Background: an optimization exercise with open tools, aiming at small area, a short achievable clock period and few clock cycles. Do not read the settings as production practice.
At most, simulation tests tie the RTL to the original design; equivalence was not proved.
Power figures rest on the tool's default switching activity, not on a simulated workload.

## run A
## chk_unit
module chk_unit (
    input  wire        clk,
    input  wire        rst,
    input  wire        cfg_enable,
    input  wire        cfg_restart,
    input  wire [6:0]  cfg_width,
    input  wire [63:0] cfg_poly,
    input  wire [63:0] cfg_init,
    input  wire [63:0] cfg_xorout,
    input  wire        cfg_refin,
    input  wire        cfg_refout,
    input  wire [1:0]  cfg_mode,
    input  wire        cfg_scope,
    input  wire [1:0]  cfg_fold_mode,
    input  wire [63:0] cfg_fold_tag,
    input  wire [63:0] cfg_expect,
    input  wire        clr_mismatch_hist,
    input  wire        in_valid,
    output wire        in_ready,
    input  wire [7:0]  in_data,
    input  wire        in_first,
    input  wire        in_last,
    input  wire [63:0] in_tag,
    output reg         item_done,
    output reg  [63:0] result,
    output reg         st_enabled,
    output reg         st_mismatch,
    output reg         st_mismatch_hist,
    output reg  [31:0] items,
    output reg  [31:0] mismatches,
    output reg  [63:0] last_bad
);
Size in the first run: roughly 4,200 cells after synthesis, about 560 flip-flops, roughly 610 I/O pins.
Settings: LEC_CHECK=0, CAP_MARGIN=20, CORE_MARGIN=2, CORE_UTILIZATION=25, PLACE_DENSITY=0.35, SLEW_MARGIN=20; clock period 25.0 ns.
standard.sh (not shown) runs the stock make flow with config.mk's settings and CLKGATE_MAP_FILE= SYNTH_SCRIPT=/design/flow/synth_recipe.tcl, a recipe that flattens the netlist after the stock synthesis.
==> flow/flow/run.sh <==
#!/bin/bash
# The standard layout (standard.sh), with two changes to how it is made:
# port buffers are the small sky130 buffer instead of the delay buffer the
# resizer picks, and timing repair aims for a period below the clock period.
# The clock, its period and the I/O constraints are the standard flow's, unchanged.
set -euo pipefail
export BUFFER_PORTS_ARGS="-buffer_cell sky130_fd_sc_hd__buf_1"
export SETUP_SLACK_MARGIN=19.5
bash standard.sh > standard.log 2>&1
Modified inputs, run B compared to run A
==> flow/run.sh (new file) <==
#!/bin/bash
# synth_recipe.tcl (not shown) runs the flow's synth.tcl, then flattens the netlist and writes it again
# the make line also repeats each setting of config.mk as NAME=value (left out here)
make -C /OpenROAD-flow-scripts/flow DESIGN_CONFIG=/design/flow/config.mk WORK_HOME=/design/flow/orfs CLKGATE_MAP_FILE= SYNTH_SCRIPT=/design/flow/synth_recipe.tcl finish
removed: flow/flow/run.sh
removed: flow/standard.sh
Results
Comparing run B and run A, total number of vias is higher on run A.
Taking run A as the reference, in run B final cell count now sits lower, post-route met1 wirelength dropped 2.2 mm.
#### Input delta (run C over run B)
==> flow/flow/run.sh (new file) <==
#!/bin/bash
# The standard layout (standard.sh), with two changes to how it is made:
# port buffers are the small sky130 buffer instead of the delay buffer the
# resizer picks, and timing repair aims for a period below the clock period.
# The clock, its period and the I/O constraints are the standard flow's, unchanged.
set -euo pipefail
export BUFFER_PORTS_ARGS="-buffer_cell sky130_fd_sc_hd__buf_1"
export SETUP_SLACK_MARGIN=18
bash standard.sh > standard.log 2>&1
==> flow/standard.sh (new file) <==
#!/bin/bash
# synth_recipe.tcl (not shown) runs the flow's synth.tcl, then flattens the netlist and writes it again
# the make line also repeats each setting of config.mk as NAME=value (left out here)
make -C /OpenROAD-flow-scripts/flow DESIGN_CONFIG=/design/flow/config.mk WORK_HOME=/design/flow/orfs CLKGATE_MAP_FILE= SYNTH_SCRIPT=/design/flow/synth_recipe.tcl "${@:-finish}"
removed: flow/run.sh
--- outcome ---
- Re overall power of the completed layout: run C and run B aren't equal, and the lower value belongs to run B.
- Pre-CTS setup slack: run C > run B
- Reported for run C and run B, number of non-clock inverters in the layout turned out identical to the last digit.
- Final hold slack down 0.041 ns in run C wrt run B
No functional check of the RTL was part of any run of this note.

* * *

Another version of the RTL of chk_unit (not shown whole).
Size in the first run: ~4300 cells after synthesis, roughly 0.040 mm^2 of cells after synthesis.
clock: 25.0 ns
lec_check: 0
cap_margin: 20
core_margin: 2
core_utilization: 50
cts_cluster_diameter: 100
cts_cluster_size: 24
place_density: 0.6
slew_margin: 20
==> flow/flow/run.sh <==
#!/bin/bash
# The standard layout (standard.sh), with two changes to how it is made:
# port buffers are the small sky130 buffer instead of the delay buffer the
# resizer picks, and timing repair aims for a period below the clock period.
# The clock, its period and the I/O constraints are the standard flow's, unchanged.
set -euo pipefail
export BUFFER_PORTS_ARGS="-buffer_cell sky130_fd_sc_hd__buf_1"
export SETUP_SLACK_MARGIN=18.9
bash standard.sh > standard.log 2>&1
Testbench counts at the start, summed over its fixed seeds: cycles 68,466.
Rerun with:
--- a/flow/flow/run.sh
+++ b/flow/flow/run.sh
@@ -7,3 +7,3 @@
 export BUFFER_PORTS_ARGS="-buffer_cell sky130_fd_sc_hd__buf_1"
-export SETUP_SLACK_MARGIN=18.9
+export SETUP_SLACK_MARGIN=18.5
 bash standard.sh > standard.log 2>&1
CTS_CLUSTER_DIAMETER = 60   (was 100)
CTS_CLUSTER_SIZE = 16   (was 24)
Core utilization is lower by 3.3 points.
Clock skew decreases by 0.0050 ns.
Worst hold slack hardly moves.
Combinational power is lower by 12%.
Wire length is lower by 4.2%.
Total power shrinks by 5.4%.
Non-clock buffer count falls by 122.
Sequential cell count stays the same.
Global-route usage falls by 1.4 points.
Design area shrinks by 5.5%.
Rerun with:
--- a/flow/flow/run.sh
+++ b/flow/flow/run.sh
@@ -7,3 +7,3 @@
 export BUFFER_PORTS_ARGS="-buffer_cell sky130_fd_sc_hd__buf_1"
-export SETUP_SLACK_MARGIN=18.5
+export SETUP_SLACK_MARGIN=18.7
 bash standard.sh > standard.log 2>&1
CORE_UTILIZATION = 60   (was 50)
PLACE_DENSITY = 0.7   (was 0.6)
Result:
- The new run went through all stages and came out clean
- sequential power stays flat
- synthesized cell count stays the same
- wire length went down by 4.5%
- cell count went down by 3.6%
- combinational power barely changes
Rerun with:
CORE_UTILIZATION = 50   (was 60)
PLACE_DENSITY = 0.6   (was 0.7)
Final area climbs by 1.2%.
Clock skew climbs by 0.0037 ns.
Die area climbs by 20%.
Total power climbs by 1.9%.
Combinational power climbs by about 1%.
Synthesized cell count does not change.

what the ideal ports hide:
The results above use ideal ports. As a check the final layouts listed here were re-extracted and re-timed, cells and wires unchanged. Step 1 sets driving cells, clkbuf_16 on the clock port and buf_2 on the other inputs (assumed; they add their load-dependent delay and slew). Step 2 moves the port delays by t, midway between the first and last clock arrival at a register: inputs arrive t later, outputs are due t later. That takes back most of the time a late clock gives input paths. Three values: ideal, step 1, step 2; two values: the first two.
run	shift t [ns]	setup slack, ns	latest minus earliest clock arrival (ns)	worst slew at a driven data input, ns	pins driven straight from the clock port
run A	0.780	18.706 / 18.624 / 18.706	0.058 / 0.058	0.22	1
run B	0.784	15.837 / 15.837 / 15.837	0.065 / 0.065	0.20	1
run C	0.790	18.166 / 18.166 / 18.166	0.052 / 0.052	0.22	1
the first run of note 2	0.685	18.876 / 18.807 / 18.343	0.046 / 0.046	0.15	1
the second run of note 2	0.716	18.593 / 18.520 / 18.244	0.041 / 0.041	0.13	1
the third run of note 2	0.700	18.726 / 18.654 / 18.228	0.037 / 0.037	0.11	1
the fourth run of note 2	0.722	18.729 / 18.652 / 18.242	0.040 / 0.041	0.12	1
After both steps every run listed still meets setup and hold. The setup slack of the first run of note 2, which loses most, moves by -0.069 ns with the drivers and by -0.533 ns with both steps.
